Source: an optimization exercise on an open RTL-to-GDS flow (aim: small area and a short achievable clock period). Production flows keep margins and buffers that such runs may drop. RTL that was checked went through simulation tests only; none was proved equivalent to the original. Only the layout flow was run in runs 1 to 3; the RTL was not checked for function there. Power and IR drop assume default switching activity.

$ cat design/flow/design.v
module convout_lane_a (
    input  wire [31:0] x,          
    input  wire        f32, bf16, fp16, e4m3, e5m2,    
    input  wire        is_int,     
    input  wire [2:0]  rnd,        
    input  wire        internal,   
    input  wire [15:0] u,          
    output wire [31:0] a,          
    output reg         up,         
    output wire        s,          
    output wire        nan,        
    output wire        infbig      
);
    assign s = x[31];
    wire [7:0]  fe     = x[30:23];
    wire [22:0] fm     = x[22:0];
    wire        hid    = |fe;
    wire        fe_ff  = &fe;
    assign nan         = !internal && fe_ff && (|fm);
    wire        isinf  = !internal && fe_ff && !(|fm);
    wire [7:0]  fe1    = {fe[7:1], fe[0] | !hid};         
    reg  [31:0] por;
    integer k, l;
    always @(*) begin
        por = x;
        for (l = 0; l < 5; l = l + 1)
            for (k = 0; k < 32; k = k + 1)
                if (k[l])
                    por[k] = por[k] | por[((k >> (l + 1)) << (l + 1)) + (1 << l) - 1];
    end
    wire [31:0] imag = x ^ ({32{s}} & {por[30:0], 1'b0});
    wire [31:0] oc = x ^ {32{s}};
    wire        pw = s && !(|(~x[31:1] & x[30:0]));
    reg  [5:0]  lzo;                                             
    reg  [15:0] z1; reg [7:0] z2; reg [3:0] z3; reg [1:0] z4;    
    reg  [15:0] c1; reg [15:0] c2; reg [11:0] c3; reg [7:0] c4;  
    always @(*) begin
        for (k = 0; k < 16; k = k + 1) begin
            z1[k] = !(oc[2*k+1] | oc[2*k]);
            c1[k] = !oc[2*k+1];
        end
        for (k = 0; k < 8; k = k + 1) begin
            z2[k] = z1[2*k+1] & z1[2*k];
            c2[2*k +: 2] = z1[2*k+1] ? {1'b1, c1[2*k]} : {1'b0, c1[2*k+1]};
        end
        for (k = 0; k < 4; k = k + 1) begin
            z3[k] = z2[2*k+1] & z2[2*k];
            c3[3*k +: 3] = z2[2*k+1] ? {1'b1, c2[4*k +: 2]} : {1'b0, c2[4*k+2 +: 2]};
        end
        for (k = 0; k < 2; k = k + 1) begin
            z4[k] = z3[2*k+1] & z3[2*k];
            c4[4*k +: 4] = z3[2*k+1] ? {1'b1, c3[6*k +: 3]} : {1'b0, c3[6*k+3 +: 3]};
        end
        lzo = (z4[1] & z4[0]) ? 6'd32 : z4[1] ? {2'b01, c4[3:0]} : {2'b00, c4[7:4]};
    end
    wire izero = !(|x);
    wire [31:0] src  = internal ? imag : {hid, fm, 8'd0};
    wire [31:0] tsrc = internal ? x : {hid, fm, 8'd0};
    reg  [5:0]  tz;
    always @(*) begin
        tz = 6'd63;
        for (k = 31; k >= 0; k = k - 1)
            if (tsrc[k]) tz = k[5:0];
    end
    wire        narrow = fp16 | e4m3 | e5m2;
    wire [6:0]  cm   = f32 ? 7'd31 : bf16 ? 7'd47 : fp16 ? 7'd44 : e4m3 ? 7'd51 : 7'd52;
    wire [7:0]  cf   = fp16 ? 8'd157 : e4m3 ? 8'd172 : 8'd165;
    wire        fsub = narrow && fe1 <= (e4m3 ? 8'd120 : 8'd112);     
    wire        big  = fe1 > 8'd158;
    wire        use_fe = !internal && (is_int || fsub);
    wire        use_lz = internal && !is_int;
    wire [7:0]  tc   = use_fe ? (is_int ? 8'd182 : cf + 8'd1) :
                       use_lz ? {1'b0, cm} + {7'd0, pw} + 8'd1 :
                       internal ? 8'd23 : {1'b0, cm};
    wire [7:0]  tv   = use_fe ? ~fe1 : use_lz ? ~{2'd0, lzo} : 8'd0;
    wire [7:0]  tsum = tc + tv;
    wire        t71  = !internal && (is_int ? fe1 < 8'd111
                                            : fsub && fe1 <= (fp16 ? 8'd86 : e4m3 ? 8'd101 : 8'd94));
    wire [6:0]  t    = t71 ? 7'd71 : tsum[6:0];
    wire [7:0]  bp   = internal ? ~{2'd0, lzo} : fe;
    wire [7:0]  bq   = internal ? ((f32 | bf16) ? 8'd159 : e4m3 ? 8'd39 : 8'd47) + {7'd0, pw}
                                : (e4m3 ? 8'd136 : narrow ? 8'd144 : 8'd0);
    wire [7:0]  bsum = bp + bq;
    wire        bzero = internal ? izero : fsub;
    wire [7:0]  be   = bzero ? 8'd0 : bsum;
    wire [70:0] v0 = {src, 39'd0};
    wire [70:0] v1 = t[0] ? (v0 >> 1)  : v0;
    wire [70:0] v2 = t[1] ? (v1 >> 2)  : v1;
    wire [70:0] v3 = t[2] ? (v2 >> 4)  : v2;
    wire [70:0] v4 = t[3] ? (v3 >> 8)  : v3;
    wire [70:0] v5 = t[4] ? (v4 >> 16) : v4;
    wire [70:0] v6 = t[5] ? (v5 >> 32) : v5;
    wire [70:0] vs = t[6] ? (v6 >> 64) : v6;
    wire [31:0] rq  = vs[47:16];
    wire [15:0] d   = vs[15:0];
    wire half  = d[15];
    wire rest  = !tz[5] && {1'b0, tz} + 7'd25 <= t;    
    wire [16:0] dsum = {1'b0, d} + {1'b0, u};
    always @(*) begin
        case (rnd)
            3'd0: up = half & (rest | rq[0]);
            3'd1: up = half;
            3'd3: up = (half | rest) & ~s;
            3'd4: up = (half | rest) & s;
            3'd5: up = dsum[16];
            default: up = 1'b0;
        endcase
    end
    wire [31:0] pm = f32  ? {1'b0, be, rq[22:0]} :
                     bf16 ? {17'd0, be, rq[6:0]} :
                     fp16 ? {14'd0, be, rq[9:0]} :
                     e4m3 ? {21'd0, be, rq[2:0]} :
                            {22'd0, be, rq[1:0]};
    assign a      = is_int ? rq : pm;
    assign infbig = isinf || (!internal && is_int && big);
endmodule
module convout_lane_b (
    input  wire [31:0] a,
    input  wire        up, s, nan, infbig,
    input  wire        f32, bf16, fp16, e4m3, e5m2,    
    input  wire        i32, i16, i8, u8, i4, u4,       
    input  wire        internal,
    input  wire        sat,
    input  wire        rz,         
    input  wire        rp,         
    input  wire        rm,         
    output reg  [31:0] y,          
    output reg         f_sat,
    output reg         f_nan,
    output reg         f_inf
);
    wire        is_int = i32 | i16 | i8 | u8 | i4 | u4;
    wire        inv = is_int & s;
    wire [33:0] ai  = {2'd0, a} ^ {34{inv}};
    reg  [33:0] c;
    reg         blk;
    integer k;
    always @(*) begin
        blk = up ^ inv;
        for (k = 0; k < 34; k = k + 1) begin
            if (k % 9 == 0)
                c[k] = blk;
            else
                c[k] = c[k-1] & ai[k-1];
            if (k % 9 == 8)
                blk = blk & (&ai[k-8 +: 9]);
        end
    end
    wire [33:0] r   = ai ^ c[33:0];
    wire [31:0] ym  = r[31:0];
    wire ovf = f32  ? (&ym[30:23]) :
               bf16 ? (&ym[14:7]) :
               fp16 ? ((|ym[17:15]) | (&ym[14:10])) :
               e4m3 ? ((|ym[10:7]) | (&ym[6:0])) :
                      ((|ym[9:7]) | (&ym[6:2]));
    wire [31:0] sgnb  = f32 ? {s, 31'd0} : (bf16 | fp16) ? {16'd0, s, 15'd0} : {24'd0, s, 7'd0};
    wire [31:0] canon = f32 ? 32'h7FC0_0000 : bf16 ? 32'h7FC0 : fp16 ? 32'h7E00 : e4m3 ? 32'h7F : 32'h7E;
    wire [31:0] maxb  = f32 ? 32'h7F7F_FFFF : bf16 ? 32'h7F7F : fp16 ? 32'h7BFF : e4m3 ? 32'h7E : 32'h7B;
    wire [31:0] infb  = f32 ? 32'h7F80_0000 : bf16 ? 32'h7F80 : fp16 ? 32'h7C00 : 32'h7C;
    wire        satc  = sat || rz || (rp && s) || (rm && !s);
    wire ovi = i32 ? (r[33:31] != 3'b000 && r[33:31] != 3'b111) :
               i16 ? (r[33:15] != 19'd0 && r[33:15] != {19{1'b1}}) :
               i8  ? (r[33:7]  != 27'd0 && r[33:7]  != {27{1'b1}}) :
               u8  ? (r[33:8]  != 26'd0) :
               i4  ? (r[33:3]  != 31'd0 && r[33:3]  != {31{1'b1}}) :
                     (r[33:4]  != 30'd0);
    wire [31:0] imask = i32 ? 32'hFFFF_FFFF : i16 ? 32'hFFFF : (i8 | u8) ? 32'hFF : 32'hF;
    wire [31:0] ilo = i32 ? 32'h8000_0000 : i16 ? 32'h8000 : i8 ? 32'h80 : i4 ? 32'h8 : 32'h0;
    wire [31:0] ihi = i32 ? 32'h7FFF_FFFF : i16 ? 32'h7FFF : i8 ? 32'h7F : u8 ? 32'hFF : i4 ? 32'h7 : 32'hF;
    always @(*) begin
        y = 32'd0; f_sat = 1'b0; f_nan = 1'b0; f_inf = 1'b0;
        if (is_int) begin
            if (nan) begin
                y = 32'd0; f_sat = 1'b1;
            end else if (infbig || ((!internal || sat) && ovi)) begin
                y = s ? ilo : ihi; f_sat = 1'b1;
            end else begin
                y = r[31:0] & imask;
            end
        end else begin
            if (nan) begin
                y = canon; f_nan = 1'b1;
            end else if (infbig || ovf) begin
                if (e4m3) begin
                    if (sat) begin y = sgnb | maxb; f_sat = 1'b1; end
                    else     begin y = canon; f_sat = 1'b1; f_nan = 1'b1; end
                end else if (!infbig && satc) begin
                    y = sgnb | maxb; f_sat = 1'b1;
                end else begin
                    y = sgnb | infb; f_inf = 1'b1;
                end
            end else begin
                y = sgnb | ym;
            end
        end
    end
endmodule
module convout4 (
    input  wire         clk,
    input  wire         rst,           
    input  wire         in_valid,
    input  wire [7:0]   in_fmt,
    input  wire [2:0]   in_round,
    input  wire         in_sat,
    input  wire         in_internal,
    input  wire [127:0] in_x,          
    input  wire         seed_load,
    input  wire [31:0]  seed,
    output reg          out_valid,
    output reg  [127:0] out_y,
    output reg  [3:0]   out_sat,
    output reg  [3:0]   out_nan,
    output reg  [3:0]   out_inf,
    output reg  [31:0]  lfsr_state
);
    localparam LANES = 4;
    wire [31:0] g = lfsr_state;
    wire [123:0] p;
    wire [15:0] g16, g32, g48;
    wire [31:0] g64;
    assign p[0] = g[1] ^ g[12];
    assign p[1] = g[0] ^ g[11];
    assign p[2] = g[2] ^ g[5];
    assign p[3] = g[21] ^ g[27];
    assign p[4] = g[16] ^ g[22];
    assign p[5] = g[3] ^ g[6];
    assign p[6] = g[18] ^ g[24];
    assign p[7] = g[23] ^ g[29];
    assign p[8] = g[7] ^ g[13];
    assign p[9] = g[19] ^ g[25];
    assign p[10] = g[8] ^ g[14];
    assign p[11] = g[4] ^ g[10];
    assign p[12] = g[9] ^ g[15];
    assign p[13] = g[20] ^ g[26];
    assign p[14] = g[17] ^ g[28];
    assign p[15] = g[30] ^ p[6];
    assign p[16] = g[31] ^ p[9];
    assign p[17] = p[1] ^ p[7];
    assign p[18] = p[8] ^ p[11];
    assign p[19] = p[2] ^ p[4];
    assign p[20] = p[5] ^ p[12];
    assign p[21] = p[3] ^ p[15];
    assign p[22] = p[10] ^ p[13];
    assign p[23] = p[0] ^ p[18];
    assign p[24] = p[14] ^ p[16];
    assign p[25] = p[0] ^ p[20];
    assign p[26] = p[1] ^ p[10];
    assign p[27] = p[17] ^ p[22];
    assign p[28] = g[24] ^ g[30];
    assign p[29] = g[5] ^ p[4];
    assign p[30] = g[28] ^ p[16];
    assign p[31] = g[10] ^ p[3];
    assign p[32] = g[4] ^ g[7];
    assign p[33] = g[9] ^ p[5];
    assign p[34] = g[12] ^ p[20];
    assign p[35] = g[6] ^ p[8];
    assign p[36] = g[2] ^ p[23];
    assign p[37] = g[17] ^ p[2];
    assign p[38] = g[14] ^ p[13];
    assign p[39] = g[3] ^ p[19];
    assign p[40] = g[8] ^ g[15];
    assign p[41] = g[4] ^ g[13];
    assign p[42] = g[0] ^ g[21];
    assign p[43] = p[14] ^ p[19];
    assign p[44] = g[17] ^ p[11];
    assign p[45] = g[11] ^ p[24];
    assign p[46] = p[6] ^ p[7];
    assign p[47] = p[14] ^ p[25];
    assign p[48] = g[10] ^ g[13];
    assign p[49] = p[7] ^ p[21];
    assign p[50] = g[8] ^ p[13];
    assign p[51] = g[9] ^ p[28];
    assign p[52] = g[25] ^ g[31];
    assign p[53] = p[17] ^ p[21];
    assign p[54] = g[23] ^ p[15];
    assign p[55] = p[23] ^ p[29];
    assign p[56] = g[0] ^ g[5];
    assign p[57] = g[29] ^ p[21];
    assign p[58] = p[8] ^ p[22];
    assign p[59] = g[1] ^ p[18];
    assign p[60] = g[30] ^ p[12];
    assign p[61] = p[3] ^ p[4];
    assign p[62] = g[7] ^ p[27];
    assign p[63] = p[0] ^ p[27];
    assign p[64] = g[15] ^ p[5];
    assign p[65] = p[19] ^ p[40];
    assign p[66] = g[5] ^ g[16];
    assign p[67] = g[18] ^ p[1];
    assign p[68] = g[19] ^ p[33];
    assign p[69] = g[22] ^ g[28];
    assign p[70] = p[10] ^ p[39];
    assign p[71] = g[17] ^ g[20];
    assign p[72] = g[6] ^ g[9];
    assign p[73] = g[16] ^ p[23];
    assign p[74] = p[26] ^ p[37];
    assign p[75] = g[0] ^ g[1];
    assign p[76] = g[16] ^ g[26];
    assign p[77] = p[0] ^ p[3];
    assign p[78] = g[14] ^ p[42];
    assign p[79] = p[11] ^ p[51];
    assign p[80] = p[34] ^ p[44];
    assign p[81] = g[27] ^ p[45];
    assign p[82] = g[4] ^ p[2];
    assign p[83] = g[12] ^ p[35];
    assign p[84] = p[22] ^ p[45];
    assign p[85] = p[9] ^ p[57];
    assign p[86] = p[31] ^ p[43];
    assign p[87] = p[15] ^ p[24];
    assign p[88] = p[15] ^ p[16];
    assign p[89] = g[2] ^ p[25];
    assign p[90] = p[1] ^ p[21];
    assign p[91] = p[16] ^ p[41];
    assign p[92] = g[14] ^ p[32];
    assign p[93] = g[17] ^ p[66];
    assign p[94] = g[7] ^ p[16];
    assign p[95] = g[9] ^ p[50];
    assign p[96] = g[22] ^ p[14];
    assign p[97] = p[12] ^ p[36];
    assign p[98] = g[21] ^ p[17];
    assign p[99] = p[28] ^ p[30];
    assign p[100] = g[2] ^ g[11];
    assign p[101] = g[14] ^ p[7];
    assign p[102] = p[100] ^ p[101];
    assign p[103] = g[3] ^ g[12];
    assign p[104] = g[1] ^ g[8];
    assign p[105] = p[6] ^ p[13];
    assign p[106] = g[11] ^ p[9];
    assign p[107] = g[1] ^ g[24];
    assign p[108] = g[2] ^ g[3];
    assign p[109] = g[0] ^ p[2];
    assign p[110] = g[8] ^ p[33];
    assign p[111] = p[2] ^ p[73];
    assign p[112] = g[16] ^ p[74];
    assign p[113] = g[13] ^ g[20];
    assign p[114] = g[23] ^ p[0];
    assign p[115] = p[19] ^ p[26];
    assign p[116] = p[114] ^ p[115];
    assign p[117] = g[21] ^ p[6];
    assign p[118] = g[31] ^ p[46];
    assign p[119] = g[2] ^ p[47];
    assign p[120] = g[18] ^ g[22];
    assign p[121] = g[19] ^ p[49];
    assign p[122] = g[6] ^ p[55];
    assign p[123] = p[24] ^ p[35];
    assign g64[0] = p[41] ^ p[76] ^ p[52] ^ p[77] ^ p[51];
    assign g64[1] = p[0] ^ p[78] ^ p[43] ^ p[79];
    assign g64[2] = g[26] ^ p[19] ^ p[53] ^ p[80];
    assign g64[3] = p[5] ^ p[54] ^ p[55] ^ p[81];
    assign g64[4] = p[46] ^ p[82] ^ p[83] ^ p[84];
    assign g64[5] = p[56] ^ p[34] ^ p[58] ^ p[85];
    assign g64[6] = g[6] ^ p[22] ^ p[60] ^ p[61] ^ p[30] ^ p[59];
    assign g64[7] = g[31] ^ p[12] ^ p[62] ^ p[86];
    assign g64[8] = g[8] ^ g[10] ^ p[4] ^ p[47] ^ p[53];
    assign g64[9] = g[9] ^ p[4] ^ p[17] ^ p[36] ^ p[87];
    assign g64[10] = g[3] ^ p[48] ^ p[37] ^ p[88] ^ p[63];
    assign g64[11] = p[38] ^ p[91] ^ p[89] ^ p[90];
    assign g64[12] = g[15] ^ p[3] ^ p[38] ^ p[23] ^ p[30] ^ p[39];
    assign g64[13] = p[3] ^ p[41] ^ p[64] ^ p[27] ^ p[43];
    assign g64[14] = p[29] ^ p[92] ^ p[47] ^ p[49];
    assign g64[15] = g[6] ^ p[7] ^ p[18] ^ p[65] ^ p[87];
    assign g64[16] = p[33] ^ p[93] ^ p[88] ^ p[62];
    assign g64[17] = g[6] ^ p[0] ^ p[12] ^ p[44] ^ p[50] ^ p[21] ^ p[94];
    assign g64[18] = p[8] ^ p[19] ^ p[31] ^ p[67] ^ p[30] ^ p[95];
    assign g64[19] = p[96] ^ p[31] ^ p[68] ^ p[63];
    assign g64[20] = g[20] ^ p[69] ^ p[53] ^ p[97];
    assign g64[21] = p[0] ^ p[48] ^ p[98] ^ p[99] ^ p[70];
    assign g64[22] = p[71] ^ p[64] ^ p[61] ^ p[102];
    assign g64[23] = g[15] ^ p[32] ^ p[103] ^ p[42] ^ p[4] ^ p[14] ^ p[54];
    assign g64[24] = g[17] ^ p[104] ^ p[46] ^ p[29] ^ p[91];
    assign g64[25] = p[72] ^ p[9] ^ p[37] ^ p[38] ^ p[54];
    assign g64[26] = p[105] ^ p[64] ^ p[31] ^ p[94];
    assign g64[27] = g[28] ^ p[32] ^ p[106] ^ p[50] ^ p[61];
    assign g64[28] = g[12] ^ p[56] ^ p[3] ^ p[7] ^ p[96] ^ p[95];
    assign g64[29] = g[1] ^ p[48] ^ p[69] ^ p[72] ^ p[49];
    assign g64[30] = g[7] ^ g[10] ^ g[22] ^ p[102] ^ p[99];
    assign g64[31] = p[103] ^ p[40] ^ p[52] ^ p[13] ^ p[28] ^ p[17];
    assign g16[0] = g[0] ^ p[20] ^ p[73];
    assign g16[1] = p[34] ^ p[74];
    assign g16[2] = g[18];
    assign g16[3] = g[19];
    assign g16[4] = g[20];
    assign g16[5] = g[21];
    assign g16[6] = g[0] ^ g[22];
    assign g16[7] = g[23] ^ p[75];
    assign g16[8] = g[2] ^ p[107];
    assign g16[9] = g[0] ^ g[25] ^ p[108];
    assign g16[10] = g[3] ^ g[4] ^ g[26] ^ p[75];
    assign g16[11] = g[1] ^ g[27] ^ p[82];
    assign g16[12] = g[28] ^ p[5] ^ p[109];
    assign g16[13] = g[29] ^ p[32] ^ p[5] ^ p[75];
    assign g16[14] = g[30] ^ p[32] ^ p[2] ^ p[104];
    assign g16[15] = g[31] ^ p[109] ^ p[110];
    assign g32[0] = g[1] ^ p[8] ^ p[17] ^ p[29] ^ p[38] ^ p[24];
    assign g32[1] = g[11] ^ p[21] ^ p[30] ^ p[65] ^ p[83];
    assign g32[2] = g[5] ^ p[0] ^ p[1] ^ p[110];
    assign g32[3] = p[72] ^ p[36];
    assign g32[4] = g[3] ^ g[10] ^ p[2] ^ p[8] ^ p[26];
    assign g32[5] = g[4] ^ p[26] ^ p[25];
    assign g32[6] = p[12] ^ p[111];
    assign g32[7] = p[5] ^ p[48] ^ p[112];
    assign g32[8] = g[17] ^ p[67] ^ p[92] ^ p[25];
    assign g32[9] = g[18] ^ g[19] ^ p[40] ^ p[111];
    assign g32[10] = p[113] ^ p[68] ^ p[112];
    assign g32[11] = g[7] ^ g[18] ^ g[20] ^ p[44] ^ p[78] ^ p[25];
    assign g32[12] = g[19] ^ g[21] ^ p[67] ^ p[59] ^ p[65];
    assign g32[13] = p[71] ^ p[68] ^ p[116];
    assign g32[14] = g[23] ^ p[71] ^ p[117] ^ p[20] ^ p[36];
    assign g32[15] = p[106] ^ p[117] ^ p[18] ^ p[70];
    assign g48[0] = p[10] ^ p[60] ^ p[17] ^ p[93] ^ p[31];
    assign g48[1] = g[6] ^ p[56] ^ p[69] ^ p[10] ^ p[77] ^ p[118];
    assign g48[2] = p[107] ^ p[9] ^ p[26] ^ p[35] ^ p[86];
    assign g48[3] = g[25] ^ p[120] ^ p[62] ^ p[119];
    assign g48[4] = g[3] ^ g[8] ^ p[76] ^ p[97] ^ p[121];
    assign g48[5] = p[113] ^ p[79] ^ p[70] ^ p[81];
    assign g48[6] = g[5] ^ g[18] ^ p[11] ^ p[14] ^ p[52] ^ p[38] ^ p[98] ^ p[34];
    assign g48[7] = g[15] ^ g[19] ^ g[26] ^ p[1] ^ p[57] ^ p[122];
    assign g48[8] = g[20] ^ g[27] ^ g[30] ^ p[116] ^ p[123];
    assign g48[9] = p[42] ^ p[118] ^ p[58] ^ p[119];
    assign g48[10] = p[108] ^ p[4] ^ p[10] ^ p[12] ^ p[59] ^ p[85];
    assign g48[11] = g[23] ^ p[11] ^ p[60] ^ p[39] ^ p[84];
    assign g48[12] = g[31] ^ p[3] ^ p[66] ^ p[105] ^ p[17] ^ p[80];
    assign g48[13] = p[9] ^ p[14] ^ p[90] ^ p[122];
    assign g48[14] = p[120] ^ p[2] ^ p[123] ^ p[63];
    assign g48[15] = g[0] ^ p[58] ^ p[89] ^ p[121];
    wire draw = in_valid && in_round[2] && in_round[0];    
    always @(posedge clk) begin
        if (rst)
            lfsr_state <= 32'h0000_0001;
        else if (seed_load)
            lfsr_state <= seed;
        else if (draw)
            lfsr_state <= g64;
    end
    reg          v1;
    reg  [127:0] x1;
    reg          fi1;           
    reg  [2:0]   fc1;           
    reg  [2:0]   rnd1;
    reg          sat1, int1;
    reg  [63:0]  u1;            
    always @(posedge clk) begin
        v1   <= in_valid && !rst;
        x1   <= in_x;
        fi1  <= in_fmt[4];
        fc1  <= in_fmt[2:0];
        rnd1 <= in_round;
        sat1 <= in_sat;
        int1 <= in_internal;
        u1   <= {g64[15:0], g48, g32, g16};
    end
    wire a_f32  = !fi1 && fc1 == 3'd1;
    wire a_bf16 = !fi1 && fc1 == 3'd2;
    wire a_fp16 = !fi1 && fc1 == 3'd3;
    wire a_e4m3 = !fi1 && fc1 == 3'd4;
    wire a_e5m2 = !fi1 && fc1 == 3'd5;
    wire [127:0] a;
    wire [3:0]   up, sg, nan, ib;
    genvar l;
    generate
        for (l = 0; l < LANES; l = l + 1) begin : lane_a
            convout_lane_a u_a (
                .x (x1[32*l +: 32]),
                .f32 (a_f32), .bf16 (a_bf16), .fp16 (a_fp16), .e4m3 (a_e4m3), .e5m2 (a_e5m2),
                .is_int (fi1), .rnd (rnd1), .internal (int1), .u (u1[16*l +: 16]),
                .a (a[32*l +: 32]), .up (up[l]), .s (sg[l]), .nan (nan[l]), .infbig (ib[l])
            );
        end
    endgenerate
    reg          v2;
    reg  [127:0] a2;
    reg  [3:0]   up2, sg2, nan2, ib2;
    reg          fi2, sat2, int2, rz2, rp2, rm2;
    reg  [2:0]   fc2;
    always @(posedge clk) begin
        v2   <= v1 && !rst;
        a2   <= a;
        up2  <= up;
        sg2  <= sg;
        nan2 <= nan;
        ib2  <= ib;
        fi2  <= fi1;
        fc2  <= fc1;
        sat2 <= sat1;
        int2 <= int1;
        rz2  <= rnd1 == 3'd2;
        rp2  <= rnd1 == 3'd3;
        rm2  <= rnd1 == 3'd4;
    end
    wire f32  = !fi2 && fc2 == 3'd1;
    wire bf16 = !fi2 && fc2 == 3'd2;
    wire fp16 = !fi2 && fc2 == 3'd3;
    wire e4m3 = !fi2 && fc2 == 3'd4;
    wire e5m2 = !fi2 && fc2 == 3'd5;
    wire i32  =  fi2 && fc2 == 3'd0;
    wire i16  =  fi2 && fc2 == 3'd1;
    wire i8   =  fi2 && fc2 == 3'd2;
    wire u8   =  fi2 && fc2 == 3'd3;
    wire i4   =  fi2 && fc2 == 3'd4;
    wire u4   =  fi2 && fc2 == 3'd5;
    wire [127:0] y;
    wire [3:0]   fs, fn, fi;
    generate
        for (l = 0; l < LANES; l = l + 1) begin : lane_b
            convout_lane_b u_b (
                .a (a2[32*l +: 32]), .up (up2[l]), .s (sg2[l]), .nan (nan2[l]), .infbig (ib2[l]),
                .f32 (f32), .bf16 (bf16), .fp16 (fp16), .e4m3 (e4m3), .e5m2 (e5m2),
                .i32 (i32), .i16 (i16), .i8 (i8), .u8 (u8), .i4 (i4), .u4 (u4),
                .internal (int2), .sat (sat2), .rz (rz2), .rp (rp2), .rm (rm2),
                .y (y[32*l +: 32]), .f_sat (fs[l]), .f_nan (fn[l]), .f_inf (fi[l])
            );
        end
    endgenerate
    always @(posedge clk) begin
        if (rst)
            out_valid <= 1'b0;
        else
            out_valid <= v2;
        out_y   <= y;
        out_sat <= fs;
        out_nan <= fn;
        out_inf <= fi;
    end
endmodule
$ cat design/flow/flow/run.sh
#!/bin/bash
# The standard layout (standard.sh) with two changes to how it is made:
#  - synthesis is the standard one (synth_recipe.tcl, ORFS synth.tcl) except
#    that ABC maps the logic with flow/abc.script, an area-oriented script
#    (registers, their names and cells are untouched: ABC sees only the
#    combinational logic);
#  - the timing repair aims at a shorter cycle (larger setup margin), repairs
#    only the worst few percent of endpoints, may change a cell's footprint,
#    and the ports are buffered with buf_2 instead of the default delay buffer;
#  - clock tree: sink clusters of up to 24 within 80 um, clkbuf_8/16, no dummy
#    loads;
#  - after CTS, flow/post_cts.tcl gives each output port's buffer and the
#    register driving it the largest drive of their own cell type.
# The clock, its period and the constraints are the design's. make's full
# output goes to make_finish.log here; ORFS keeps each step's log in orfs/logs.
set -euo pipefail
W=$PWD
export MY_ABC_SCRIPT=$W/flow/abc.script
sed 's#source \$::env(SCRIPTS_DIR)/synth_preamble.tcl#&\nset abc_args [lreplace $abc_args 1 1 $::env(MY_ABC_SCRIPT)]#' \
  "$FLOW_HOME/scripts/synth.tcl" > $W/synth_mod.tcl
grep -q MY_ABC_SCRIPT $W/synth_mod.tcl
sed "s#source \$::env(SCRIPTS_DIR)/synth.tcl#source $W/synth_mod.tcl#" $W/synth_recipe.tcl > $W/synth_recipe_mod.tcl
grep -q synth_mod.tcl $W/synth_recipe_mod.tcl
bash standard.sh SYNTH_SCRIPT=$W/synth_recipe_mod.tcl SETUP_SLACK_MARGIN=${MARGIN:-24.45} TNS_END_PERCENT=5 \
  MATCH_CELL_FOOTPRINT=0 "BUFFER_PORTS_ARGS=-buffer_cell sky130_fd_sc_hd__buf_2" "CTS_ARGS=-sink_clustering_enable -repair_clock_nets -sink_clustering_size 24 -sink_clustering_max_diameter 80 -dont_use_dummy_load -buf_list {sky130_fd_sc_hd__clkbuf_8 sky130_fd_sc_hd__clkbuf_16}" finish > make_finish.log 2>&1
$ cat design/flow/flow/abc.script
strash
dch
amap
topo
stime -c
buffer -c
upsize -c
dnsize -c
$ cat design/flow/standard.sh
#!/bin/bash
# synth_recipe.tcl (not shown) runs the flow's synth.tcl, then flattens the netlist and writes it again
# the make line also repeats each setting of config.mk as NAME=value (left out here)
make -C /OpenROAD-flow-scripts/flow DESIGN_CONFIG=/design/flow/config.mk WORK_HOME=/design/flow/orfs CLKGATE_MAP_FILE= SYNTH_SCRIPT=/design/flow/synth_recipe.tcl "${@:-finish}"
$ cat design/flow/config.mk
export PLATFORM = sky130hd
export DESIGN_NAME = convout4
export DESIGN_NICKNAME = convout4
export VERILOG_FILES = /design/flow/design.v
export SDC_FILE = /design/flow/constraint.sdc
export NUM_CORES = 8
export LEC_CHECK = 0
export ABC_AREA = 1
export CAP_MARGIN = 20
export CORE_MARGIN = 2
export CORE_UTILIZATION = 40
export SETUP_SLACK_MARGIN = 1.5
export SLEW_MARGIN = 20
export SYNTH_MEMORY_MAX_BITS = 16384
$ cat design/flow/constraint.sdc
create_clock -name core_clock -period 32.0 [get_ports {clk}]
set_input_delay 6.4000 -clock core_clock [delete_from_list [all_inputs] [get_ports {clk}]]
set_output_delay 6.4000 -clock core_clock [all_outputs]
set_load 0.01 [all_outputs]
==> results of run 1 <==
## worst register-to-register path: cells and delay by family (launching register included)
family / cells / cell delay, ns
buf+inv: 10 / 1.67
flops: 1 / 0.47
compound gates: 14 / 2.89
simple gates: 7 / 1.43
fa+ha+maj: 3 / 1.01
## cell usage after synthesis, types with 37 or more instances
cell | count | share of area [%]
a211oi_1 | 77 | 1.2
a21oi_1 | 676 | 7.1
a221oi_1 | 57 | 1.1
a22oi_1 | 111 | 1.8
a31oi_1 | 62 | 0.82
buf_1 | 67 | 0.53
clkbuf_1 | 323 | 2.6
clkinv_1 | 40 | 0.32
dfxtp_1 | 529 | 22
ha_1 | 300 | 7.9
inv_1 | 523 | 4.1
nand2_1 | 481 | 3.8
nand3_1 | 71 | 0.75
nand4_1 | 56 | 0.74
nor2_1 | 1298 | 10
nor2b_1 | 52 | 0.69
nor3_1 | 119 | 1.3
nor4_1 | 45 | 0.59
o21a_1 | 63 | 1.0
o21ai_0 | 400 | 4.2
o221ai_1 | 75 | 1.4
o22a_1 | 379 | 7.0
o22ai_1 | 643 | 8.5
o32ai_1 | 37 | 0.68
or2_2 | 49 | 0.65
or3_1 | 44 | 0.58
## path summary, 6_finish.rpt
path              cells past startpoint            end
setup / recovery                      2  lfsr_state[0]
hold / removal                        0           sat2
setup reg to reg                     34         up2[2]
hold reg to reg                       0           sat2
## final cells by class
class / instances / share of cell area, %
Clock buffer: 39 / 1.824
Timing Repair inverter: 16 / 0.2198
Tap cell: 1536 / 3.591
Multi-Input combinational cell: 5514 / 63.26
Timing Repair Buffer: 548 / 6.839
Inverter: 586 / 4.325
Antenna cell: 4 / 0.01870
Sequential cell: 529 / 19.92
## kinds of logic (layout without fill, tap and decap cells)
logic type      count (synthesis)  in the layout
buf+inv                      1009           1189
other cells                     0              4
simple gates                 2349           2352
compound gates               2837           2837
xor+xnor                       17             17
fa+ha+maj                     308            308
flops                         529            529
## power groups by stage
stage	clock, mW	combinational (mW)	sequential (mW)
CTS	0.464	1.72	0.869
floorplan	0	1.13	0.860
finish	0.449	1.81	0.871
global route	0.488	1.94	0.881
global placement	0	1.68	0.883
detailed placement	0	1.69	0.883
## registers in the layout, indices dropped and copies added (netlist names), 4 cells and up
name	flops
out_inf	4
out_y	128
a2	128
lfsr_state	32
ib2	4
out_nan	4
sg2	4
up2	4
u1	64
out_sat	4
x1	128
nan2	4
## through the flow
stage / cells / util, % / hold WS (ns) / area, um2
final: 8772 / 45.38 / 0.3456 / 53520
after global routing: 8770 / 45.38 / 0.3552 / 53510
after CTS: 8717 / 44.45 / 0.3471 / 52420
after detailed placement: 8625 / 42.92 / 0.3197 / 50610
after global placement: 8625 / 42.92 / 0.3181 / 50610
after floorplan: 7049 / - / 0.3096 / 47480
## routing by layer
layer / wire [um] / up-vias / track usage (%) / share of wire (%)
met5: 12 / - / 0 / 0.0054
met4: 14310 / 2 / 18.38 / 6.5
met3: 16540 / 607 / 4.397 / 7.5
met2: 104600 / 2793 / 59.71 / 47
met1: 85430 / 26410 / 41.09 / 39
li1: - / 26460 / - / -
## timing repair
item                       4_1_cts  5_1_grt
setup endpoints to repair      236      178
gates resized for setup        124      179
hold buffers                     0        0
setup buffers                   37       38
cloned                          16       13
pin swaps                        6       26
==> impl_metrics.tcl, run 1 <==
set metrics [dict create \
    die_x_um 348.5 \
    grt_first_pass_wirelength_mm 320.6 \
    setup_tns_ns 0 \
    status "complete, no violations" \
    critPathMaxStageDelay_ns 0.32 \
    avgSynthCellArea_um2 6.734 \
    fmaxAchievable_ghz 0.1302 \
    cts_buffer_depth 3 \
    dieArea_um2 121400 \
    core_um2 117900 \
    grt_max_degree 130 \
    slowest_stage "dfxtp_1" \
    r2r_setup_slack_ns 24.42 \
    power.share.switching_pct 48.53 \
    gp_congestion 1.015 \
    finalHoldViolations 0 \
    hold_class "reg -> reg" \
    io_buffers 345 \
    synth_warnings 3 \
    path_max_fanout 12 \
    setup_viol 0 \
    p_total_mw 3.130 \
    synthMuxAreaShare_pct 0 \
    synth_xor_area_share_pct 0.3137 \
    cts_tree "done" \
    grt_usage_pct 34.35 \
    vias 56270 \
    synth_top_family_by_area "compound AO/OA/AOI/OAI gates" \
    multiInputGateArea_um2 33860 \
    clk_latency_ns 0.65 \
    areaGrowthSynthToFinish_pct 12.74 \
    drt-vias-per-instance 6.415 \
    startpoint "lfsr_state[0]" \
    p_int_mw 1.611 \
    ir_drop_mv 0.04519 \
    antenna_found_initial 8 \
    dr.pass1.iters 8 \
    rows 126 \
    power.leakage_nw 21.85 \
    place_ws_ns 22.51 \
    worstPathCellList "buf_6 > buf_2" \
    cp_data_arrival_time_ns 1.28 \
    overflow 0 \
    netlist_instances 7049 \
    critPathLaunchType "register" \
    cp.required_ns 25.60 \
    postRouteAntennaNets 0 \
    power_frac_seq_pct 27.8 \
    cts_made_buffers 39 \
    synth_edf_count 0 \
    synth_compound_area_share_pct 39.36 \
    initial_core_util_pct 40.25 \
    mostFrequentLayoutCells "nor2_1 (1271), a21oi_1 (659), o22ai_1 (635)" \
    worst_slew_pin_slew_ns 1.186 \
    path_class "reg -> out" \
    clock_sinks 529 \
    ios 350 \
    pwr_density_cell_nw_per_um2 58.49 \
    rsz0062_at_grt "true" \
    final_common_cell "nor2_1" \
    grt_pass1_vias 51500 \
    synth_nets 7534 \
    drive_gt1_share_pct 12.94 \
    clkTransAtPathRegs_ns 0.09 \
    r2r_start "x1[95]" \
    slew_violations 0 \
    min_from "sat1" \
    cts-root-buf "clkbuf_16" \
    cpLargestDelayFamily "buffers and inverters" \
    remaining_drc_errors 0 \
    yosys_register_bits 529 \
    final.min_clock_period_ns 7.682 \
    finalClockSkew_ns 0.07803 \
    synth-adder-area-share_pct 8.245 \
    seqCellArea_um2 10660 \
    post_drt_wl_per_cell_um 25.18 \
    die_y_um 348.5 \
    synthFlopType "dfxtp_1" \
    min_period_over_period_pct 24.01 \
    nets 7719 \
    pwr-share-comb_pct 57.8 \
    max-slew-margin-rel_pct 20.66 \
    synth-simple-area-share_pct 21.68 \
    synthesis.area_um2 47470 \
    wirelength_mm 220.9 \
    place_hpwl_mm 169.6 \
    setup_ws_ns 24.32 \
    endpoint_kind "output port" \
    async_reset_ff_share_pct 0 \
    power.switching_mw 1.519 \
    power.share.clock_pct 14.3 \
    maxCapViolations 0 \
    synth.distinct_cells 86 \
    seq_area_frac_synth_pct 22.31 \
    path_buf_inv 2 \
    nFillCells 12450 \
    htree_levels 2 \
    drtIter0Drc 6554 \
]
==> run 2: changes to the inputs <==
--- a/design/flow/design.v
+++ b/design/flow/design.v
@@ -106,12 +106,12 @@
             default: up = 1'b0;
         endcase
     end
-    wire [31:0] pm = f32  ? {1'b0, be, rq[22:0]} :
-                     bf16 ? {17'd0, be, rq[6:0]} :
-                     fp16 ? {14'd0, be, rq[9:0]} :
-                     e4m3 ? {21'd0, be, rq[2:0]} :
-                            {22'd0, be, rq[1:0]};
-    assign a      = is_int ? rq : pm;
+    wire [31:0] keep = is_int ? 32'hFFFF_FFFF : f32 ? 32'h007F_FFFF : bf16 ? 32'h7F :
+                       fp16 ? 32'h3FF : e4m3 ? 32'h7 : 32'h3;
+    wire [31:0] bsh  = ({32{f32}}  & {1'b0, be, 23'd0}) | ({32{bf16}} & {17'd0, be, 7'd0}) |
+                       ({32{fp16}} & {14'd0, be, 10'd0}) | ({32{e4m3}} & {21'd0, be, 3'd0}) |
+                       ({32{e5m2}} & {22'd0, be, 2'd0});
+    assign a      = (rq & keep) | bsh;
     assign infbig = isinf || (!internal && is_int && big);
 endmodule
 module convout_lane_b (
@@ -153,7 +153,7 @@
                fp16 ? ((|ym[17:15]) | (&ym[14:10])) :
                e4m3 ? ((|ym[10:7]) | (&ym[6:0])) :
                       ((|ym[9:7]) | (&ym[6:2]));
-    wire [31:0] sgnb  = f32 ? {s, 31'd0} : (bf16 | fp16) ? {16'd0, s, 15'd0} : {24'd0, s, 7'd0};
+    wire [31:0] sgnp  = f32 ? 32'h8000_0000 : (bf16 | fp16) ? 32'h8000 : 32'h80;   
     wire [31:0] canon = f32 ? 32'h7FC0_0000 : bf16 ? 32'h7FC0 : fp16 ? 32'h7E00 : e4m3 ? 32'h7F : 32'h7E;
     wire [31:0] maxb  = f32 ? 32'h7F7F_FFFF : bf16 ? 32'h7F7F : fp16 ? 32'h7BFF : e4m3 ? 32'h7E : 32'h7B;
     wire [31:0] infb  = f32 ? 32'h7F80_0000 : bf16 ? 32'h7F80 : fp16 ? 32'h7C00 : 32'h7C;
@@ -167,33 +167,39 @@
     wire [31:0] imask = i32 ? 32'hFFFF_FFFF : i16 ? 32'hFFFF : (i8 | u8) ? 32'hFF : 32'hF;
     wire [31:0] ilo = i32 ? 32'h8000_0000 : i16 ? 32'h8000 : i8 ? 32'h80 : i4 ? 32'h8 : 32'h0;
     wire [31:0] ihi = i32 ? 32'h7FFF_FFFF : i16 ? 32'h7FFF : i8 ? 32'h7F : u8 ? 32'hFF : i4 ? 32'h7 : 32'hF;
+    wire [31:0] cp = is_int ? ilo : infb;
+    wire [31:0] cq = is_int ? ihi : maxb;
+    wire [31:0] cm = is_int ? imask : 32'hFFFF_FFFF;
+    wire        fspec = infbig || ovf;
+    wire        iclamp = infbig || ((!internal || sat) && ovi);
+    wire        fmax  = e4m3 ? sat : (!infbig && satc);
+    reg         kn, kp, kq, kr, ks;
     always @(*) begin
-        y = 32'd0; f_sat = 1'b0; f_nan = 1'b0; f_inf = 1'b0;
+        f_sat = 1'b0; f_nan = 1'b0; f_inf = 1'b0;
+        kn = 1'b0; kp = 1'b0; kq = 1'b0; kr = 1'b0; ks = 1'b0;
         if (is_int) begin
-            if (nan) begin
-                y = 32'd0; f_sat = 1'b1;
-            end else if (infbig || ((!internal || sat) && ovi)) begin
-                y = s ? ilo : ihi; f_sat = 1'b1;
-            end else begin
-                y = r[31:0] & imask;
-            end
+            if (nan)          f_sat = 1'b1;
+            else if (iclamp) begin f_sat = 1'b1; kp = s; kq = !s; end
+            else              kn = 1'b1;
         end else begin
             if (nan) begin
-                y = canon; f_nan = 1'b1;
-            end else if (infbig || ovf) begin
-                if (e4m3) begin
-                    if (sat) begin y = sgnb | maxb; f_sat = 1'b1; end
-                    else     begin y = canon; f_sat = 1'b1; f_nan = 1'b1; end
-                end else if (!infbig && satc) begin
-                    y = sgnb | maxb; f_sat = 1'b1;
+                kr = 1'b1; f_nan = 1'b1;
+            end else if (fspec) begin
+                if (fmax) begin
+                    kq = 1'b1; ks = s; f_sat = 1'b1;
+                end else if (e4m3) begin
+                    kr = 1'b1; f_sat = 1'b1; f_nan = 1'b1;
                 end else begin
-                    y = sgnb | infb; f_inf = 1'b1;
+                    kp = 1'b1; ks = s; f_inf = 1'b1;
                 end
             end else begin
-                y = sgnb | ym;
+                kn = 1'b1; ks = s;
             end
         end
     end
+    always @(*)
+        y = ({32{kn}} & r[31:0] & cm) | ({32{kp}} & cp) | ({32{kq}} & cq) |
+            ({32{kr}} & canon) | ({32{ks}} & sgnp);
 endmodule
 module convout4 (
     input  wire         clk,
==> run 2 against run 1 <==
Critical path type unchanged. Synthesized area fell by 4.1%. Global-route usage increased by 0.56 points. Via count shrank 4.9%. Worst hold slack worse by 0.011 ns.
==> impl_metrics.tcl, run 2 <==
set metrics [dict create \
    status "complete, no violations" \
    synth_top_family_by_area "compound AO/OA/AOI/OAI gates" \
    grt_max_degree 169 \
    pwr_density_cell_nw_per_um2 58.89 \
    cp.required_ns 25.60 \
    critPathMaxStageDelay_ns 0.45 \
    synthTopCellsByCount "nor2_1 (1029), inv_1 (601), o22ai_1 (595)" \
    overflow 0 \
    async_reset_ff_share_pct 0 \
    synth-adder-area-share_pct 8.626 \
    clkTransAtPathRegs_ns 0.09 \
    nFillCells 11910 \
    yosys_register_bits 529 \
    post_drt_wl_per_cell_um 25.55 \
    wirelength_mm 215.3 \
    min_period_over_period_pct 23.82 \
    slowest_stage "dfxtp_4" \
    cts_tree "done" \
    io_buffers 345 \
    final_common_cell "nor2_1" \
    postRouteAntennaNets 0 \
    hold_class "reg -> reg" \
    path_class "reg -> out" \
    final.min_clock_period_ns 7.622 \
    seq_area_frac_synth_pct 23.27 \
    path_buf_inv 1 \
    cts_made_buffers 38 \
    grt_first_pass_wirelength_mm 311.1 \
    synthFlopType "dfxtp_1" \
    netlist_instances 6713 \
    setup_tns_ns 0 \
    p_total_mw 3.046 \
    clk_latency_ns 0.65 \
    fmaxAchievable_ghz 0.1312 \
    yosysMostFrequentCell "nor2_1" \
    core_um2 112700 \
    cts_buffer_depth 3 \
    top_regs "a2: 128 flops, out_y: 128 flops, x1: 128 flops" \
    yosys.area.top_type "dfxtp_1" \
    die_x_um 341.3 \
    maxCapViolations 0 \
    endpoint_kind "output port" \
    cts-root-buf "clkbuf_16" \
    mostFrequentLayoutCells "nor2_1 (1002), o22ai_1 (592), inv_1 (577)" \
    synth_nets 7199 \
    worst_slew_pin_slew_ns 1.185 \
    cpLargestDelayFamily "flip-flops" \
    cp_data_arrival_time_ns 1.22 \
    power.leakage_nw 21.48 \
    slew_violations 0 \
    synthTopCellsByArea "dfxtp_1 (23%), nor2_1 (8.5%), ha_1 (8.3%), o22ai_1 (8.2%), o22a_1 (6.6%)" \
    avgSynthCellArea_um2 6.780 \
    drt-vias-per-instance 6.349 \
    areaGrowthSynthToFinish_pct 13.64 \
    synth-simple-area-share_pct 20.67 \
    ir_drop_mv 0.04050 \
    vias 53500 \
    remaining_drc_errors 0 \
    synth_edf_count 0 \
    dr.pass1.iters 6 \
    initial_core_util_pct 40.40 \
    synthesis.area_um2 45510 \
    dieArea_um2 116500 \
    place_hpwl_mm 167.2 \
    clock_sinks 529 \
    critPathLaunchType "register" \
    rows 123 \
    synthMuxAreaShare_pct 0 \
    rsz0062_at_grt "true" \
    synth_compound_area_share_pct 38.70 \
    drive_gt1_share_pct 13.08 \
    worstPathCellList "buf_2" \
    path_max_fanout 9 \
    synth_xor_area_share_pct 0.1732 \
    synth.distinct_cells 82 \
    ios 350 \
    nets 7412 \
    synth.top_cell.area_share_pct 23.27 \
    finalClockSkew_ns 0.05431 \
    synth_warnings 3 \
    setup_viol 0 \
    antenna_found_initial 13 \
    grt_usage_pct 34.91 \
    max-slew-margin-rel_pct 20.15 \
    gp_congestion 1.035 \
    die_y_um 341.3 \
    htree_levels 2 \
    finalHoldViolations 0 \
    drtIter0Drc 6282 \
    grt_pass1_vias 49450 \
]
-- run 2: stage by stage --
| stage | area [um2] | hold WS [ns] | setup slack (ns) | util [%] | std cells |
|---|---|---|---|---|---|
| floorplan | 45530 | 0.3096 | 24.41 | - | 6713 |
| global placement | 48650 | 0.3148 | 23.14 | 43.18 | 8280 |
| detailed placement | 48660 | 0.3135 | 23.12 | 43.19 | 8280 |
| CTS | 50360 | 0.3396 | 24.36 | 44.70 | 8357 |
| global route | 51720 | 0.3588 | 24.28 | 45.91 | 8425 |
| finish | 51720 | 0.3348 | 24.38 | 45.92 | 8426 |
-- run 2: layout make-up --
type / count / area, um2 / share of cell area [%]
multi-input cells: 5158 / 31960 / 61.78
repair inverters: 16 / 110.1 / 0.2129
flip-flops and latches: 529 / 10670 / 20.63
inverters: 632 / 2462 / 4.761
clock buffers: 38 / 950.9 / 1.838
well taps: 1500 / 1877 / 3.628
repair buffers: 551 / 3690 / 7.134
diodes: 2 / 5.005 / 0.009676
-- run 2: kinds of logic (layout without fill, tap and decap cells) --
group,after synthesis,count (layout)
simple gates,2176,2176
fa+ha+maj,309,309
buf+inv,1026,1237
flops,529,529
compound gates,2664,2664
other cells,0,2
xor+xnor,9,9
-- run 2: layer usage --
metal	wire [um]	vias up	track usage (%)
li1	-	25260	-
met1	84520	24970	42.15
met2	100500	2646	59.39
met3	16230	617	5.294
met4	13960	6	19.14
met5	45	-	0
-- run 2: what timing repair did --
action	4_1_cts	5_1_grt
setup endpoints to repair	175	210
hold buffers	0	0
gates resized for setup	166	220
buffers inserted	27	51
pin swaps	3	17
gates cloned	12	16
-- run 2: power by group --
part,switching (mW),internal (mW)
Combinational,1.14,0.589
Sequential,0.0854,0.781
Clock,0.238,0.210
Total,1.47,1.58
-- run 2: worst paths after layout --
kind	startpoint	to	slack [ns]	cells past startpoint
setup reg to reg	fc2[1]	out_y[62]	24.68	41
setup / recovery	lfsr_state[16]	lfsr_state[16]	24.38	1
hold / removal	sat1	sat2	0.33	0
hold reg to reg	sat1	sat2	0.33	0
==> run 3: changes to the inputs <==
--- a/design/flow/design.v
+++ b/design/flow/design.v
@@ -55,13 +55,6 @@
     end
     wire izero = !(|x);
     wire [31:0] src  = internal ? imag : {hid, fm, 8'd0};
-    wire [31:0] tsrc = internal ? x : {hid, fm, 8'd0};
-    reg  [5:0]  tz;
-    always @(*) begin
-        tz = 6'd63;
-        for (k = 31; k >= 0; k = k - 1)
-            if (tsrc[k]) tz = k[5:0];
-    end
     wire        narrow = fp16 | e4m3 | e5m2;
     wire [6:0]  cm   = f32 ? 7'd31 : bf16 ? 7'd47 : fp16 ? 7'd44 : e4m3 ? 7'd51 : 7'd52;
     wire [7:0]  cf   = fp16 ? 8'd157 : e4m3 ? 8'd172 : 8'd165;
@@ -94,15 +87,28 @@
     wire [31:0] rq  = vs[47:16];
     wire [15:0] d   = vs[15:0];
     wire half  = d[15];
-    wire rest  = !tz[5] && {1'b0, tz} + 7'd25 <= t;    
-    wire [16:0] dsum = {1'b0, d} + {1'b0, u};
+    wire stk = (t[0] & v0[0]) | (t[1] & (|v1[1:0])) | (t[2] & (|v2[3:0])) | (t[3] & (|v3[7:0])) |
+               (t[4] & (|v4[15:0])) | (t[5] & (|v5[31:0])) | (t[6] & (|v6[63:0]));
+    wire rest  = stk | (|d[14:0]);                      
+    reg [15:0] gg, pp; integer q, w;
+    reg c5;
+    always @(*) begin
+        gg = d & u; pp = d | u;
+        for (w = 0; w < 4; w = w + 1)
+            for (q = 0; q < 16; q = q + 1)
+                if (q[w]) begin
+                    gg[q] = gg[q] | (pp[q] & gg[((q >> (w + 1)) << (w + 1)) + (1 << w) - 1]);
+                    pp[q] = pp[q] & pp[((q >> (w + 1)) << (w + 1)) + (1 << w) - 1];
+                end
+        c5 = gg[15];
+    end
     always @(*) begin
         case (rnd)
             3'd0: up = half & (rest | rq[0]);
             3'd1: up = half;
             3'd3: up = (half | rest) & ~s;
             3'd4: up = (half | rest) & s;
-            3'd5: up = dsum[16];
+            3'd5: up = c5;
             default: up = 1'b0;
         endcase
     end
--- a/design/flow/config.mk
+++ b/design/flow/config.mk
@@ -8,7 +8,7 @@
 export ABC_AREA = 1
 export CAP_MARGIN = 20
 export CORE_MARGIN = 2
-export CORE_UTILIZATION = 40
+export CORE_UTILIZATION = 55
 export SETUP_SLACK_MARGIN = 1.5
 export SLEW_MARGIN = 20
 export SYNTH_MEMORY_MAX_BITS = 16384
==> run 3 against run 2 <==
Now fails the layout checks on capacitance limit. Synthesized cell count decreased by 3.7%. Setup slack got worse by 0.0044 ns. First-iteration DRC count increased by 30%. Clock-buffer cell count decreased by 2. Critical path depth unchanged. Maximum frequency hardly changed. Via count rose by 0.33%. Critical endpoint is now lfsr_state[14].
==> impl_metrics.tcl, run 3 <==
set metrics [dict create \
    place_hpwl_mm 144.7 \
    clkTransAtPathRegs_ns 0.07 \
    p_int_mw 1.659 \
    maxCapViolations 1 \
    fmaxAchievable_ghz 0.1311 \
    power.switching_mw 1.593 \
    drive_gt1_share_pct 14.35 \
    yosys_register_bits 529 \
    path_max_fanout 8 \
    setup_viol 0 \
    finalHoldWorstSlack_ns 0.3398 \
    power.share.clock_pct 13.4 \
    worst_slew_pin_slew_ns 1.482 \
    ios 350 \
    synth_nets 6861 \
    synth.distinct_cells 87 \
    synth_warnings 3 \
    yosys.area.top_type "dfxtp_1" \
    top_regs "a2: 128 flops, out_y: 128 flops, x1: 128 flops" \
    clk_latency_ns 0.64 \
    path_buf_inv 1 \
    slew_violations 0 \
    synthTopCellsByCount "nor2_1 (890), o22ai_1 (743), inv_1 (604)" \
    grt_usage_pct 43.41 \
    grt_max_degree 130 \
    rows 103 \
    grt_pass1_vias 48650 \
    dr.pass1.iters 12 \
    critPathLaunchType "register" \
    cp_data_arrival_time_ns 1.23 \
    remaining_drc_errors 0 \
    antenna_found_initial 9 \
    initial_core_util_pct 55.56 \
    cpLargestDelayFamily "flip-flops" \
    cts_made_buffers 36 \
    hold_class "reg -> reg" \
    async_reset_ff_share_pct 0 \
    cts_buffer_depth 3 \
    path_class "reg -> out" \
    synth_edf_count 0 \
    die_y_um 286.5 \
    dieArea_um2 82080 \
    cp.required_ns 25.60 \
    p_total_mw 3.252 \
    finalHoldViolations 0 \
    power.share.switching_pct 48.98 \
    power_frac_seq_pct 26.6 \
    final_common_cell "nor2_1" \
    grt_first_pass_wirelength_mm 278.8 \
    clock_sinks 529 \
    avgSynthCellArea_um2 6.787 \
    mostFrequentLayoutCells "nor2_1 (858), o22ai_1 (711), inv_1 (581)" \
    netlist_instances 6467 \
    core_um2 79000 \
    final.min_clock_period_ns 7.626 \
    status "finished with violations" \
    pwr-share-comb_pct 60.0 \
    synthesis.area_um2 43890 \
    max-slew-margin-rel_pct 0.8644 \
    ir_drop_mv 0.05584 \
    setup_tns_ns 0 \
    critPathMaxStageDelay_ns 0.45 \
    post_drt_wl_per_cell_um 24.83 \
    wirelength_mm 192.8 \
    so.violations "capacitance limit" \
    die_x_um 286.5 \
    drtIter0Drc 8150 \
    endpoint_kind "output port" \
    worstPathCellList "buf_2" \
    synthTopCellsByArea "dfxtp_1 (24%), o22ai_1 (11%), o22a_1 (8.5%), nor2_1 (7.6%), ha_1 (6.0%)" \
    synthFlopType "dfxtp_1" \
    overflow 0 \
    gp_congestion 1.079 \
    drt-vias-per-instance 6.914 \
    cts-root-buf "clkbuf_16" \
    rsz0062_at_grt "true" \
    synth.top_cell.area_share_pct 24.13 \
    power.leakage_nw 20.61 \
    postRouteAntennaNets 0 \
    r2r_start "fc2[2]" \
    slowest_stage "dfxtp_2" \
    startpoint "lfsr_state[14]" \
    areaGrowthSynthToFinish_pct 14.12 \
    htree_levels 2 \
    seq_area_frac_synth_pct 24.13 \
    io_buffers 345 \
    cts_hold_buf 0 \
    min_period_over_period_pct 23.83 \
    pwr_density_cell_nw_per_um2 64.91 \
    vias 53670 \
    yosysMostFrequentCell "nor2_1" \
    min_from "sat1" \
    cts_tree "done" \
    nets 7105 \
    finalClockSkew_ns 0.08501 \
]
==> run 3: cell types whose count changed in the layout (fill, tap and decap cells not counted), moves of 52 or more <==
cell	change
nor2b_1	+60
o22a_1	+85
nor2_1	-144
ha_1	-94
nand3_1	-52
a21oi_1	-77
o22ai_1	+119
a22oi_1	-71
==> run 3: what timing repair did <==
item | 4_1_cts | 5_1_grt
cloned | 20 | 23
endpoints found under the hold margin | 0 | 0
pin swaps | 4 | 37
setup buffers | 35 | 78
setup endpoints to repair | 196 | 167
resized for setup | 148 | 288
==> run 3: stage by stage <==
stage / setup slack, ns / instance area (um2) / util [%] / instances
global placement: 22.54 / 46300 / 58.60 / 7566
finish: 24.37 / 50090 / 63.41 / 7763
detailed placement: 22.35 / 46300 / 58.60 / 7566
floorplan: 24.47 / 43890 / - / 6467
global route: 24.25 / 50080 / 63.39 / 7759
CTS: 24.35 / 48050 / 60.83 / 7657
==> run 3: worst paths after layout <==
kind / to / slack, ns / cells after the start
setup / recovery: lfsr_state[14] / 24.37 / 1
hold / removal: sat2 / 0.34 / 0
setup reg to reg: out_y[38] / 24.60 / 39
hold reg to reg: sat2 / 0.34 / 0
==> run 3: layer usage <==
metal / vias to the layer above / GRT usage (%) / share of wire [%]
met5: - / 0 / 0.0057
met4: 2 / 27.92 / 8.0
met3: 1029 / 7.417 / 10
li1: 24490 / - / -
met1: 24440 / 50.65 / 36
met2: 3720 / 73.55 / 46
==> run 3: area by class of cell <==
| class | count | area (um2) |
|---|---|---|
| Timing Repair Buffer | 560 | 3951 |
| Antenna cell | 4 | 10.01 |
| Timing Repair inverter | 25 | 178.9 |
| Tap cell | 1050 | 1314 |
| Sequential cell | 529 | 10680 |
| Inverter | 637 | 2522 |
| Clock buffer | 36 | 900.9 |
| Fill cell | 7267 | 28910 |
| Multi-Input combinational cell | 4922 | 30530 |
==> run 3: power by group through the flow <==
stage | logic [mW] | registers, mW | clock network (mW)
after CTS | 1.76 | 0.861 | 0.437
after floorplan | 1.19 | 0.858 | 0
after detailed placement | 1.71 | 0.876 | 0
after global routing | 2.06 | 0.874 | 0.462
after global placement | 1.70 | 0.874 | 0
final | 1.95 | 0.866 | 0.435
==> run 3: logic make-up (layout without fill, tap and decap cells) <==
| kind of cell | after synthesis | after routing | share of synthesized area, % |
|---|---|---|---|
| AOI/OAI and AO/OA | 2546 | 2547 | 38.20 |
| xor gates and xnor gates | 9 | 9 | 0.1796 |
| adders and majority gates | 217 | 217 | 6.323 |
| buffers and inverters | 1022 | 1258 | 8.877 |
| DFF | 529 | 529 | 24.13 |
| other | 0 | 4 | 0 |
| and+or+nand+nor | 2144 | 2149 | 22.30 |
==> run 4: changes to the inputs <==
--- a/design/flow/design.v
+++ b/design/flow/design.v
@@ -19,18 +19,18 @@
     assign nan         = !internal && fe_ff && (|fm);
     wire        isinf  = !internal && fe_ff && !(|fm);
     wire [7:0]  fe1    = {fe[7:1], fe[0] | !hid};         
-    reg  [31:0] por;
+    wire [31:0] oc = {1'b0, x[30:0]};
+    reg  [31:0] pand;
     integer k, l;
     always @(*) begin
-        por = x;
+        pand = oc;
         for (l = 0; l < 5; l = l + 1)
             for (k = 0; k < 32; k = k + 1)
                 if (k[l])
-                    por[k] = por[k] | por[((k >> (l + 1)) << (l + 1)) + (1 << l) - 1];
+                    pand[k] = pand[k] & pand[((k >> (l + 1)) << (l + 1)) + (1 << l) - 1];
     end
-    wire [31:0] imag = x ^ ({32{s}} & {por[30:0], 1'b0});
-    wire [31:0] oc = x ^ {32{s}};
-    wire        pw = s && !(|(~x[31:1] & x[30:0]));
+    wire [31:0] imag = oc ^ ({32{s}} & {pand[30:0], 1'b1});
+    wire        pw = s && !(|(oc[31:1] & ~oc[30:0]));
     reg  [5:0]  lzo;                                             
     reg  [15:0] z1; reg [7:0] z2; reg [3:0] z3; reg [1:0] z4;    
     reg  [15:0] c1; reg [15:0] c2; reg [11:0] c3; reg [7:0] c4;  
@@ -444,7 +444,8 @@
             lfsr_state <= g64;
     end
     reg          v1;
-    reg  [127:0] x1;
+    integer      k;
+    reg  [127:0] x1;            
     reg          fi1;           
     reg  [2:0]   fc1;           
     reg  [2:0]   rnd1;
@@ -452,7 +453,9 @@
     reg  [63:0]  u1;            
     always @(posedge clk) begin
         v1   <= in_valid && !rst;
-        x1   <= in_x;
+        for (k = 0; k < LANES; k = k + 1)
+            x1[32*k +: 32] <= in_internal ? {in_x[32*k+31], in_x[32*k +: 31] ^ {31{in_x[32*k+31]}}}
+                                          : in_x[32*k +: 32];
         fi1  <= in_fmt[4];
         fc1  <= in_fmt[2:0];
         rnd1 <= in_round;
==> run 4 against run 3 <==
Now clean on timing, DRC and antenna. Die area fell by 0.46%. Sequential power rose by 3.6%. Clock power decreased by 5.5%. Maximum frequency shrank 0.32%. Final cell count increased by 0.86%. Worst hold slack worse by 0.0096 ns. Total power grew 0.11%. Combinational power about the same. Clock skew is 0.013 ns higher. Sequential cell count unchanged. First-iteration DRC count fell by 15%. Critical path type unchanged. Largest power group unchanged.
==> impl_metrics.tcl, run 4 <==
set metrics [dict create \
    grt_max_degree 85 \
    async_reset_ff_share_pct 0 \
    cts_tree "done" \
    netlist_instances 6577 \
    vias 52930 \
    synthFlopType "dfxtp_1" \
    critPathMaxStageDelay_ns 0.47 \
    pwr-share-comb_pct 59.8 \
    endpoint_kind "output port" \
    nets 7165 \
    mostFrequentLayoutCells "nor2_1 (1165), o22ai_1 (578), nand2_1 (550)" \
    slowest_stage "dfxtp_4" \
    yosys.area.top_type "dfxtp_1" \
    clock_sinks 529 \
    cp_data_arrival_time_ns 1.25 \
    synth.distinct_cells 82 \
    power_frac_seq_pct 27.6 \
    fmaxAchievable_ghz 0.1307 \
    synthesis.area_um2 43690 \
    hold_class "reg -> reg" \
    cts_hold_buf 0 \
    final_common_cell "nor2_1" \
    cp.required_ns 25.60 \
    status "complete, no violations" \
    grt_first_pass_wirelength_mm 277.7 \
    synthTopCellsByCount "nor2_1 (1187), o22ai_1 (580), inv_1 (565)" \
    critPathLaunchType "register" \
    power.share.switching_pct 49.77 \
    remaining_drc_errors 0 \
    cts_made_buffers 34 \
    path_max_fanout 11 \
    synthTopCellsByArea "dfxtp_1 (24%), nor2_1 (10%), o22a_1 (8.3%), o22ai_1 (8.3%), a21oi_1 (5.9%)" \
    areaGrowthSynthToFinish_pct 11.86 \
    cts-root-buf "clkbuf_16" \
    ir_drop_mv 0.05731 \
    power.switching_mw 1.620 \
    synth_nets 6963 \
    postRouteAntennaNets 0 \
    antenna_found_initial 8 \
    wirelength_mm 187.6 \
    yosys_register_bits 529 \
    clk_latency_ns 0.62 \
    initial_core_util_pct 55.39 \
    p_total_mw 3.255 \
    post_drt_wl_per_cell_um 23.95 \
    rows 103 \
    synth.top_cell.area_share_pct 24.24 \
    path_class "reg -> out" \
    synth_edf_count 0 \
    pwr_density_cell_nw_per_um2 66.61 \
    p_int_mw 1.635 \
    gp_congestion 1.063 \
    min_period_over_period_pct 23.91 \
    top_regs "a2: 128 flops, out_y: 128 flops, x1: 128 flops" \
    drive_gt1_share_pct 12.96 \
    finalHoldViolations 0 \
    rsz0062_at_grt "true" \
    setup_tns_ns 0 \
    core_um2 78870 \
    die_y_um 285.8 \
    max-slew-margin-rel_pct 24.88 \
    grt_usage_pct 43.29 \
    die_x_um 285.8 \
    cts_buffer_depth 3 \
    io_buffers 345 \
    finalHoldWorstSlack_ns 0.3302 \
    seq_area_frac_synth_pct 24.24 \
    path_buf_inv 1 \
    drtIter0Drc 6914 \
    dieArea_um2 81700 \
    power.share.clock_pct 12.6 \
    overflow 0 \
    grt_pass1_vias 48410 \
    htree_levels 2 \
    place_hpwl_mm 143.9 \
    setup_viol 0 \
    dr.pass1.iters 9 \
    maxCapViolations 0 \
    finalClockSkew_ns 0.09832 \
    clkTransAtPathRegs_ns 0.08 \
    drt-vias-per-instance 6.760 \
    slew_violations 0 \
    synth_warnings 3 \
    cpLargestDelayFamily "flip-flops" \
    final.min_clock_period_ns 7.651 \
    avgSynthCellArea_um2 6.642 \
    worst_slew_pin_slew_ns 1.117 \
    power.leakage_nw 20.09 \
    ios 350 \
    worstPathCellList "buf_2" \
    yosysMostFrequentCell "nor2_1" \
]
run 4: changes by cell type after synthesis, moves of 38 or more:
cell	before	now
clkbuf_1	303	341
nor2b_1	95	40
a21oi_1	380	512
o32ai_1	44	114
inv_1	604	565
o22ai_1	743	580
nor2_1	890	1187
run 4: through the flow:
step	cell area, um2	util [%]	setup slack, ns	std cells
after floorplan	43690	-	24.59	6577
after global placement	46110	58.46	21.98	7672
after detailed placement	46130	58.49	21.91	7673
after CTS	47900	60.73	24.35	7769
after global routing	48860	61.95	24.26	7827
final	48870	61.96	24.35	7830
run 4: per-layer routing:
metal | GRT usage (%) | share of wire, % | routed length [um]
met5 | 0 | 0.022 | 41
met4 | 27.09 | 7.5 | 14000
met3 | 9.187 | 11 | 20850
met2 | 71.97 | 45 | 84510
met1 | 50.87 | 36 | 68170
run 4: kinds of logic (layout without fill, tap and decap cells):
kind of cell	Yosys count	after routing	synth area share, %
adders and majority gates	209	209	6.123
and+or+nand+nor	2371	2374	23.97
buffers and inverters	995	1192	8.592
other	0	3	0
xor gates and xnor gates	8	8	0.1604
DFF	529	529	24.24
AOI/OAI and AO/OA	2465	2465	36.91
run 4: power groups by stage:
stage	logic (mW)	registers, mW	clock network (mW)
final	1.95	0.897	0.411
after global routing	2.07	0.905	0.436
after CTS	1.82	0.890	0.414
after detailed placement	1.77	0.904	0
after global placement	1.76	0.901	0
after floorplan	1.23	0.874	0
run 4: path summary, 6_finish.rpt:
kind	start	to	slack (ns)	depth (start not counted)
worst max-delay path	lfsr_state[17]	lfsr_state[17]	24.35	1
worst min-delay path	sat1	sat2	0.33	0
worst max register to register	fi1	up2[2]	24.63	32
worst min register to register	sat1	sat2	0.33	0
run 4: timing repair:
item                       4_1_cts  5_1_grt
gates resized for setup        165      187
pin swaps                       12       18
buffers inserted                42       50
gates cloned                    20        8
setup endpoints to repair      313      187
run 4: area by class of cell:
type / instances / area, um2
antenna: 3 / 7.507
timing repair buffer: 520 / 3354
multi-input combinational: 5056 / 30060
sequential: 529 / 10680
fill: 7398 / 30000
timing repair inverter: 22 / 155.1
clock buffer: 34 / 850.8
inverter: 616 / 2444
tap: 1050 / 1314

[port drivers added, routing unchanged]
Ports are ideal in the flow. The routed layouts listed here were re-timed in OpenROAD. Step 1, drivers: a clkbuf_16 drives clk and a buf_2 each remaining input, both assumed. Step 2 also shifts input and output timing later by t, the mid clock arrival at the registers, as if the neighbouring blocks saw the same clock. Slacks: ideal / step 1 / step 2; pairs: ideal / step 1.
run	t, ns	setup WS [ns]	cell pins on the clock port's net
run 1	0.692	24.318 / 24.239 / 23.701	1
run 2	0.711	24.378 / 24.294 / 23.749	1
run 3	0.681	24.374 / 24.296 / 23.997	1
run 4	0.653	24.349 / 24.272 / 23.904	1
For run 2, which loses most, drivers alone change the setup slack by -0.084 ns; drivers and shift together by -0.629 ns.
